This design comes from an exercise in tuning for small area, a short achievable clock period and few clock cycles on the open sky130 flow, not from production work. Function was checked by simulation only, so behaviour that the tests miss may differ from the original. No activity file was given, so power comes from the tool's default toggle rates.

Setup of red:
// fj_xu
module fj_xu (
    input  wire        clk,
    input  wire        rst,           
    input  wire        in_valid,
    output wire        in_ready,
    input  wire [31:0] in_insn,
    input  wire [31:0] in_va,
    input  wire [31:0] in_vb,
    output reg         out_valid,
    output reg         out_ill,       
    output reg         out_wr,        
    output reg  [31:0] out_value,     
    output wire [7:0]  out_flags      
);
    localparam [31:0] I32_MAX = 32'h7FFF_FFFF;
    localparam [31:0] I32_MIN = 32'h8000_0000;
    localparam [47:0] A48_MAX = 48'h7FFF_FFFF_FFFF;
    localparam [47:0] A48_MIN = 48'h8000_0000_0000;
    reg [47:0] acc0, acc1, acc2, acc3;
    reg        sf0, sf1, sf2, sf4, sf6;       
    reg        rdy;
    assign in_ready = rdy;
    wire [5:0] in_op = in_insn[31:26];
    wire [5:0] in_fx = in_insn[10:5];
    wire [4:0] in_lit = in_insn[4:0];
    wire in_g1 = (in_op == 6'h01), in_g2 = (in_op == 6'h02), in_g3 = (in_op == 6'h03);
  ...
For scale: roughly 10000 cells after synthesis, about 140 I/O pins, about 84000 um^2 of cells after synthesis.
export LEC_CHECK = 0
export CAP_MARGIN = 20
export CORE_MARGIN = 2
export CORE_UTILIZATION = 60
export PLACE_DENSITY = 0.68
export SETUP_SLACK_MARGIN = 1.0
export SLEW_MARGIN = 20
export SYNTH_HIERARCHICAL = 1
create_clock -name core_clock -period 20.0 [get_ports {clk}]
run.sh (not shown) runs the stock make flow with config.mk's settings and CLKGATE_MAP_FILE= SYNTH_SCRIPT=/design/flow/synth_recipe.tcl, a recipe that flattens the netlist after the stock synthesis.
Testbench counts of red, summed over its fixed seeds: cycles 27,742.
What green does differently from red at the input level:
==> flow/flow/run.sh (new file) <==
#!/bin/bash
set -euo pipefail
bash standard.sh "BUFFER_PORTS_ARGS=-buffer_cell sky130_fd_sc_hd__buf_4" \
    SETUP_SLACK_MARGIN=14.6 finish > flow_standard.log 2>&1
==> flow/standard.sh (new file) <==
#!/bin/bash
# synth_recipe.tcl (not shown) runs the flow's synth.tcl, then flattens the netlist and writes it again
# the make line also repeats each setting of config.mk as NAME=value (left out here)
make -C /OpenROAD-flow-scripts/flow DESIGN_CONFIG=/design/flow/config.mk WORK_HOME=/design/flow/orfs CLKGATE_MAP_FILE= SYNTH_SCRIPT=/design/flow/synth_recipe.tcl "${@:-finish}"
removed: flow/run.sh
Results
green: done, clean on timing, DRC and antenna. green gives more wire length than red did. Combinational power: green and red compared, higher one is green. Lower final worst-path cycle share was reported by green, not red. In terms of clock share of power, green and red differ only marginally. Core utilization: green higher than red. For the number of detailed-routing iterations run before antenna repair, green came in 2 lower than red did. green against red: first-pass GRT wire length shows an increase of 1.1%, cell count went up by 108.

Setup of epsilon:
fj_xu, a different RTL version from the one above (not shown whole).
Size in the first run: ~9300 cells after synthesis, about 850 flip-flops.
Design fj_xu, start of the top module:
module fj_xu (
    input  wire        clk,
    input  wire        rst,           
    input  wire        in_valid,
    output wire        in_ready,
    input  wire [31:0] in_insn,
    input  wire [31:0] in_va,
    input  wire [31:0] in_vb,
    output reg         out_valid,
    output reg         out_ill,       
    output reg         out_wr,        
    output reg  [31:0] out_value,     
    output wire [7:0]  out_flags      
);
clock: 20.0 ns
lec_check: 0
cap_margin: 20
core_margin: 2
core_utilization: 60
place_density: 0.68
setup_slack_margin: 1.0
slew_margin: 20
Stock flow here: none of the scripts above is used.
epsilon finished end to end and its layout was clean on timing, DRC and antenna.
Testbench counts of epsilon, summed over its fixed seeds: cycles 28,087.
[inputs] beta vs epsilon
==> flow/flow/run.sh (new file) <==
#!/bin/bash
set -euo pipefail
bash standard.sh SETUP_SLACK_MARGIN=14.0 finish > flow_standard.log 2>&1
==> flow/standard.sh (new file) <==
#!/bin/bash
# synth_recipe.tcl (not shown) runs the flow's synth.tcl, then flattens the netlist and writes it again
# the make line also repeats each setting of config.mk as NAME=value (left out here)
make -C /OpenROAD-flow-scripts/flow DESIGN_CONFIG=/design/flow/config.mk WORK_HOME=/design/flow/orfs CLKGATE_MAP_FILE= SYNTH_SCRIPT=/design/flow/synth_recipe.tcl "${@:-finish}"
removed: flow/run.sh
beta vs epsilon, total power per unit cell area went down by 3.1%.
Capture point of the worst path: rdy$_SDFFE_PP1P_ -> epsilon, e_c[35]$_DFF_P_ -> beta
Relative to epsilon, beta improves worst slack at placement.
epsilon → beta: number of clock buffers in the layout increased by about 5% relative to the old numbers; final worst setup slack increased by 1.52 ns relative to the old numbers; power in the clock group decreased by about 7% relative to the old numbers; clock skew increased by 0.0057 ns relative to the old numbers; cell internal power dissipation closely matched the old numbers.

Setup of build 6:
Another version of the RTL of fj_xu (not shown whole).
Size in the first run: roughly 10000 cells after synthesis, ~140 I/O pins, ~84000 um2 of cells after synthesis.
Settings: LEC_CHECK=0, CAP_MARGIN=20, CORE_MARGIN=2, CORE_UTILIZATION=68, PLACE_DENSITY=0.76, SETUP_SLACK_MARGIN=1.0, SLEW_MARGIN=20, SYNTH_HIERARCHICAL=1; clock period 20.0 ns.
standard.sh (not shown) runs the stock make flow with config.mk's settings and CLKGATE_MAP_FILE= SYNTH_SCRIPT=/design/flow/synth_recipe.tcl, a recipe that flattens the netlist after the stock synthesis.
==> flow/flow/run.sh <==
#!/bin/bash
set -euo pipefail
bash standard.sh "BUFFER_PORTS_ARGS=-buffer_cell sky130_fd_sc_hd__buf_4" \
    SETUP_SLACK_MARGIN=15.0 finish > flow_standard.log 2>&1
Build 6 | ERROR | global routing (5_1_grt)
Testbench counts of build 6, summed over its fixed seeds: cycles 27,742.
Changes in build 47 relative to build 6:
Settings: CORE_UTILIZATION: 68 -> 60; PLACE_DENSITY: 0.76 -> 0.68; TNS_END_PERCENT: unset -> 20.
==> flow/flow/run.sh <==
#!/bin/bash
set -euo pipefail
bash standard.sh "BUFFER_PORTS_ARGS=-buffer_cell sky130_fd_sc_hd__buf_4" \
    SETUP_SLACK_MARGIN=14.6 finish > flow_standard.log 2>&1
### Flow results
- Build 47 ran to completion and came out clean on the timing, design-rule and antenna checks.
- Compared with build 6, build 47 shows a die outline width that is about 6.4% higher.
- Going from build 6 to build 47, estimated wirelength of the detail-placed design rose 3.6%; total setup buffers inserted after CTS fell about 80%; number of placement rows rose about 6%.
- Re largest buffer count on any clock path: no difference whatsoever between build 6 and build 47.
- Going from build 6 to build 47, cell area after placement held steady, effective utilization at floorplan decreased by 7.9 points relative to the old numbers, post-synth design cell area was more or less identical, placer congestion estimate decreased about 2%.
- Summary of build 47 over build 6: floorplan die height +6.4%, synthesized cell count essentially unchanged.
Modified inputs, build 64 compared to build 47
Settings: a deleted TNS_END_PERCENT that had been 20.
Notes after the runs:
- Taking build 47 as the reference, in build 64 worst-case reg-to-reg path depth shrank by 1; initial antenna violation count shrank by 5.
- Compared with build 47, in build 64 static leakage has increased; power share of the combinational group has increased.
- Compared to build 47, the router laid down more metal wire for build 64.

[port drivers added, routing unchanged]
How much do the figures lean on ideal ports? The routed layouts below were timed once more, with nothing changed but the port constraints. Step 1: set_driving_cell puts a clkbuf_16 on clk and a buf_2 on each other input, an assumption about the parent block. Step 2, shift: input delay + t, output delay - t, t = (earliest + latest rising clock arrival at the registers) / 2. This alone moves slack from input paths to output paths. a / b / c = no drivers / after step 1 / after step 2; a / b = the first two.
| run | t, ns | slack for setup (ns) | slew at the worst register clock pin (ns) | worst slew at a driven data input, ns |
|---|---|---|---|---|
| red | 0.808 | 12.980 / 13.050 / 12.241 | 0.08 / 0.08 | 0.19 |
| green | 0.812 | 14.536 / 14.609 / 13.797 | 0.07 / 0.07 | 0.20 |
| epsilon | 0.809 | 12.416 / 12.416 / 12.416 | 0.07 / 0.07 | 0.05 |
| beta | 0.803 | 13.939 / 13.939 / 13.296 | 0.07 / 0.07 | 0.07 |
| build 47 | 0.808 | 14.400 / 14.416 / 13.664 | 0.07 / 0.07 | 0.23 |
| build 64 | 0.807 | 14.569 / 14.535 / 13.873 | 0.07 / 0.07 | 0.20 |
After both steps every run listed still meets setup and hold.
